Source: an optimization exercise on an open RTL-to-GDS flow (aim: small area, a short achievable clock period and few clock cycles per item). Production flows keep margins and buffers that such runs may drop.
Only simulation tests tie the RTL to the original design; equivalence was not proved.

// rs_line_decoder
module rs_line_decoder (
  input  wire         clk,
  input  wire         rst,
  input  wire         in_valid,
  output wire         in_ready,
  input  wire [575:0] in_beats,
  input  wire         in_mark_en,
  input  wire [4:0]   in_mark_pos,
  output reg          out_valid,
  output reg  [511:0] out_data,
  output reg          out_ce,
  output reg          out_ue,
  output reg          out_writeback,
  output reg          out_erasure,
  output reg          out_pos_valid,
  output reg  [4:0]   out_pos,
  output reg  [3:0]   out_symbols
);
Size: ~1800 flip-flops, roughly 1100 I/O pins, roughly 110000 sq um of cells after synthesis.
export LEC_CHECK = 0
export CAP_MARGIN = 20
export CORE_MARGIN = 2
export CORE_UTILIZATION = 50
export PLACE_DENSITY = 0.6
export SLEW_MARGIN = 20
create_clock -name core_clock -period 55.0 [get_ports {clk}]
standard.sh (not shown) runs the stock make flow with config.mk's settings and CLKGATE_MAP_FILE= SYNTH_SCRIPT=/design/flow/synth_recipe.tcl, a recipe that flattens the netlist after the stock synthesis.
==> flow/flow/run.sh <==
#!/bin/bash
# Layout flow: the standard ORFS flow (standard.sh, with its standard
# synthesis) with two changes:
#  - the port buffers are sky130_fd_sc_hd__buf_1;
#  - clock tree synthesis uses clkbuf_16 buffers with sink clusters of up to
#    30 registers and inserts no dummy loads.
# Everything else is the standard flow, run with ORFS's own scripts.
set -euo pipefail
W=$(pwd)
sed -e "s|^make -C |make 'BUFFER_PORTS_ARGS=-buffer_cell sky130_fd_sc_hd__buf_1' 'CTS_ARGS=-sink_clustering_enable -repair_clock_nets -dont_use_dummy_load -sink_clustering_size 30 -sink_clustering_max_diameter 100 -buf_list sky130_fd_sc_hd__clkbuf_16' -C |" \
  "$W/standard.sh" > "$W/flow_std.sh"
grep -q "BUFFER_PORTS_ARGS" "$W/flow_std.sh"
bash "$W/flow_std.sh" > "$W/flow_std.log" 2>&1
The starting point ran to the end with no violations.
Testbench counts at the start, summed over its fixed seeds: cycles 2,424, items 2,400.
Rerun with:
==> flow/flow/run.sh (replaced) <==
#!/bin/bash
# Layout flow: the standard ORFS flow (standard.sh, with its standard
# synthesis) with two changes:
#  - the port buffers are sky130_fd_sc_hd__buf_1;
#  - clock tree synthesis uses clkbuf_16 buffers with sink clusters of up to
#    24 registers and inserts no dummy loads.
# Everything else is the standard flow, run with ORFS's own scripts.
set -euo pipefail
W=$(pwd)
sed -e "s|^make -C |make 'BUFFER_PORTS_ARGS=-buffer_cell sky130_fd_sc_hd__buf_1' 'CTS_ARGS=-sink_clustering_enable -repair_clock_nets -dont_use_dummy_load -sink_clustering_size 24 -sink_clustering_max_diameter 100 -buf_list sky130_fd_sc_hd__clkbuf_16' -C |" \
  "$W/standard.sh" > "$W/flow_std.sh"
grep -q "BUFFER_PORTS_ARGS" "$W/flow_std.sh"
bash "$W/flow_std.sh" > "$W/flow_std.log" 2>&1
Effect:
- The new run completed without violations
- worst setup slack improved by 4.3 ps
- design area barely changes
- fmax hardly moves
- critical path depth does not change
- worst hold slack got worse by 55 ps
- count of clock-buffer cells in the layout rises by 12
- routed wire length is about the same

* * *

rs_line_decoder, a different RTL version from the one above (not shown whole).
Size in the first run: ~1100 I/O pins.
==> flow/design.v (excerpt) <==
module rs_line_decoder (
  input  wire         clk,
  input  wire         rst,
  input  wire         in_valid,
  output wire         in_ready,
  input  wire [575:0] in_beats,
  input  wire         in_mark_en,
  input  wire [4:0]   in_mark_pos,
  output reg          out_valid,
  output reg  [511:0] out_data,
  output reg          out_ce,
  output reg          out_ue,
  output reg          out_writeback,
  output reg          out_erasure,
  output reg          out_pos_valid,
  output reg  [4:0]   out_pos,
  output reg  [3:0]   out_symbols
);
Settings: LEC_CHECK=0, CAP_MARGIN=20, CORE_MARGIN=2, CORE_UTILIZATION=40, PLACE_DENSITY=0.5, SLEW_MARGIN=20; clock period 55.0 ns.
==> flow/flow/run.sh <==
#!/bin/bash
# Layout flow: the standard ORFS flow (standard.sh) with two changes:
#  - synthesis maps the logic with flow/abc_map.script (ABC &dch/&nf mapping,
#    then buffering and sizing) in place of ORFS's abc_speed.script;
#  - the port buffers are sky130_fd_sc_hd__buf_1.
# Everything else (floorplan, power grid, tap cells, placement, CTS, routing)
# is the standard flow, run with ORFS's own scripts.
set -euo pipefail
W=$(pwd)
rm -rf "$W/orfs_scripts"
cp -r "$FLOW_HOME/scripts" "$W/orfs_scripts"
cp "$W/flow/abc_map.script" "$W/orfs_scripts/abc_speed.script"
sed -e "s|^make -C |make SCRIPTS_DIR=$W/orfs_scripts 'BUFFER_PORTS_ARGS=-buffer_cell sky130_fd_sc_hd__buf_1' -C |" \
  "$W/standard.sh" > "$W/flow_std.sh"
grep -q "SCRIPTS_DIR=$W/orfs_scripts" "$W/flow_std.sh"
bash "$W/flow_std.sh" > "$W/flow_std.log" 2>&1
==> flow/flow/abc_map.script <==
strash
&get -n
&st
&dch
&nf
&put
buffer -c
topo
stime -c
upsize -c
dnsize -c
Testbench counts at the start, summed over its fixed seeds: cycles 2,432, items 2,400.
Change:
==> flow/run.sh (new file) <==
#!/bin/bash
# synth_recipe.tcl (not shown) runs the flow's synth.tcl, then flattens the netlist and writes it again
# the make line also repeats each setting of config.mk as NAME=value (left out here)
make -C /OpenROAD-flow-scripts/flow DESIGN_CONFIG=/design/flow/config.mk WORK_HOME=/design/flow/orfs CLKGATE_MAP_FILE= SYNTH_SCRIPT=/design/flow/synth_recipe.tcl finish
removed: flow/flow/run.sh
removed: flow/flow/abc_map.script
removed: flow/standard.sh
Effect:
- The new run went through all stages and came out clean
- worst setup slack degrades by 0.32 ns
- via count goes up by 11%
- register-to-register slack improved by 0.16 ns
Change:
==> flow/flow/run.sh (new file) <==
#!/bin/bash
# Layout flow: the standard ORFS flow (standard.sh) with these changes:
#  - synthesis maps the logic with flow/abc_map.script (ABC &dch/&nf mapping,
#    then buffering and sizing) in place of ORFS's abc_speed.script;
#  - the port buffers are sky130_fd_sc_hd__buf_1;
#  - clock tree synthesis uses clkbuf_8 buffers and inserts no dummy loads.
# Everything else (floorplan, power grid, tap cells, placement, CTS, routing)
# is the standard flow, run with ORFS's own scripts.
set -euo pipefail
W=$(pwd)
rm -rf "$W/orfs_scripts"
cp -r "$FLOW_HOME/scripts" "$W/orfs_scripts"
cp "$W/flow/abc_map.script" "$W/orfs_scripts/abc_speed.script"
sed -e "s|^make -C |make SCRIPTS_DIR=$W/orfs_scripts 'BUFFER_PORTS_ARGS=-buffer_cell sky130_fd_sc_hd__buf_1' 'CTS_ARGS=-sink_clustering_enable -repair_clock_nets -dont_use_dummy_load -buf_list sky130_fd_sc_hd__clkbuf_8' -C |" \
  "$W/standard.sh" > "$W/flow_std.sh"
grep -q "SCRIPTS_DIR=$W/orfs_scripts" "$W/flow_std.sh"
bash "$W/flow_std.sh" > "$W/flow_std.log" 2>&1
==> flow/flow/abc_map.script (new file) <==
strash
&get -n
&st
&dch
&nf
&put
buffer -c
topo
stime -c
upsize -c
dnsize -c
==> flow/standard.sh (new file) <==
#!/bin/bash
# synth_recipe.tcl (not shown) runs the flow's synth.tcl, then flattens the netlist and writes it again
# the make line also repeats each setting of config.mk as NAME=value (left out here)
make -C /OpenROAD-flow-scripts/flow DESIGN_CONFIG=/design/flow/config.mk WORK_HOME=/design/flow/orfs CLKGATE_MAP_FILE= SYNTH_SCRIPT=/design/flow/synth_recipe.tcl "${@:-finish}"
removed: flow/run.sh
Utilization drops by 3.1 points.
Via count drops by roughly a tenth.
Clock skew climbs by 0.12 ns.
Flip-flop and latch count stays the same.
Non-clock buffer count drops by 124.
Global-route usage drops by 3.4 points.
Count of clock-buffer cells in the layout climbs by 18.
Setup slack gets better by 0.19 ns.
Wire length drops by roughly a tenth.
Cell count drops by a few percent.
Cell area drops by roughly a tenth.

port drivers added, routing unchanged:
The flow's constraints put no driver on any port. The routed layouts listed below were extracted and timed again, unchanged, in two steps.
Step 1 sets driving cells, clkbuf_16 on the clock port and buf_2 on the other inputs (assumed; they add their load-dependent delay and slew).
Step 2 adds t to the input delays and takes it off the output delays; t is the mean of the earliest and latest rising clock arrival at the registers after step 1. Input paths then give back, and output paths get back, about the clock's delay inside the block.
Three values: ideal, step 1, step 2; two values: the first two.
run | shift t [ns] | setup WS [ns] | pins driven straight from the clock port
the first run of note 1 | 0.865 | 42.216 / 42.119 / 42.834 | 1
the second run of note 1 | 0.891 | 42.220 / 42.125 / 42.824 | 1
the first run of note 2 | 1.030 | 42.527 / 42.412 / 43.443 | 1
the second run of note 2 | 0.982 | 42.208 / 42.097 / 43.079 | 1
the third run of note 2 | 1.103 | 42.395 / 42.291 / 43.394 | 1
After both steps every run listed still meets setup and hold.
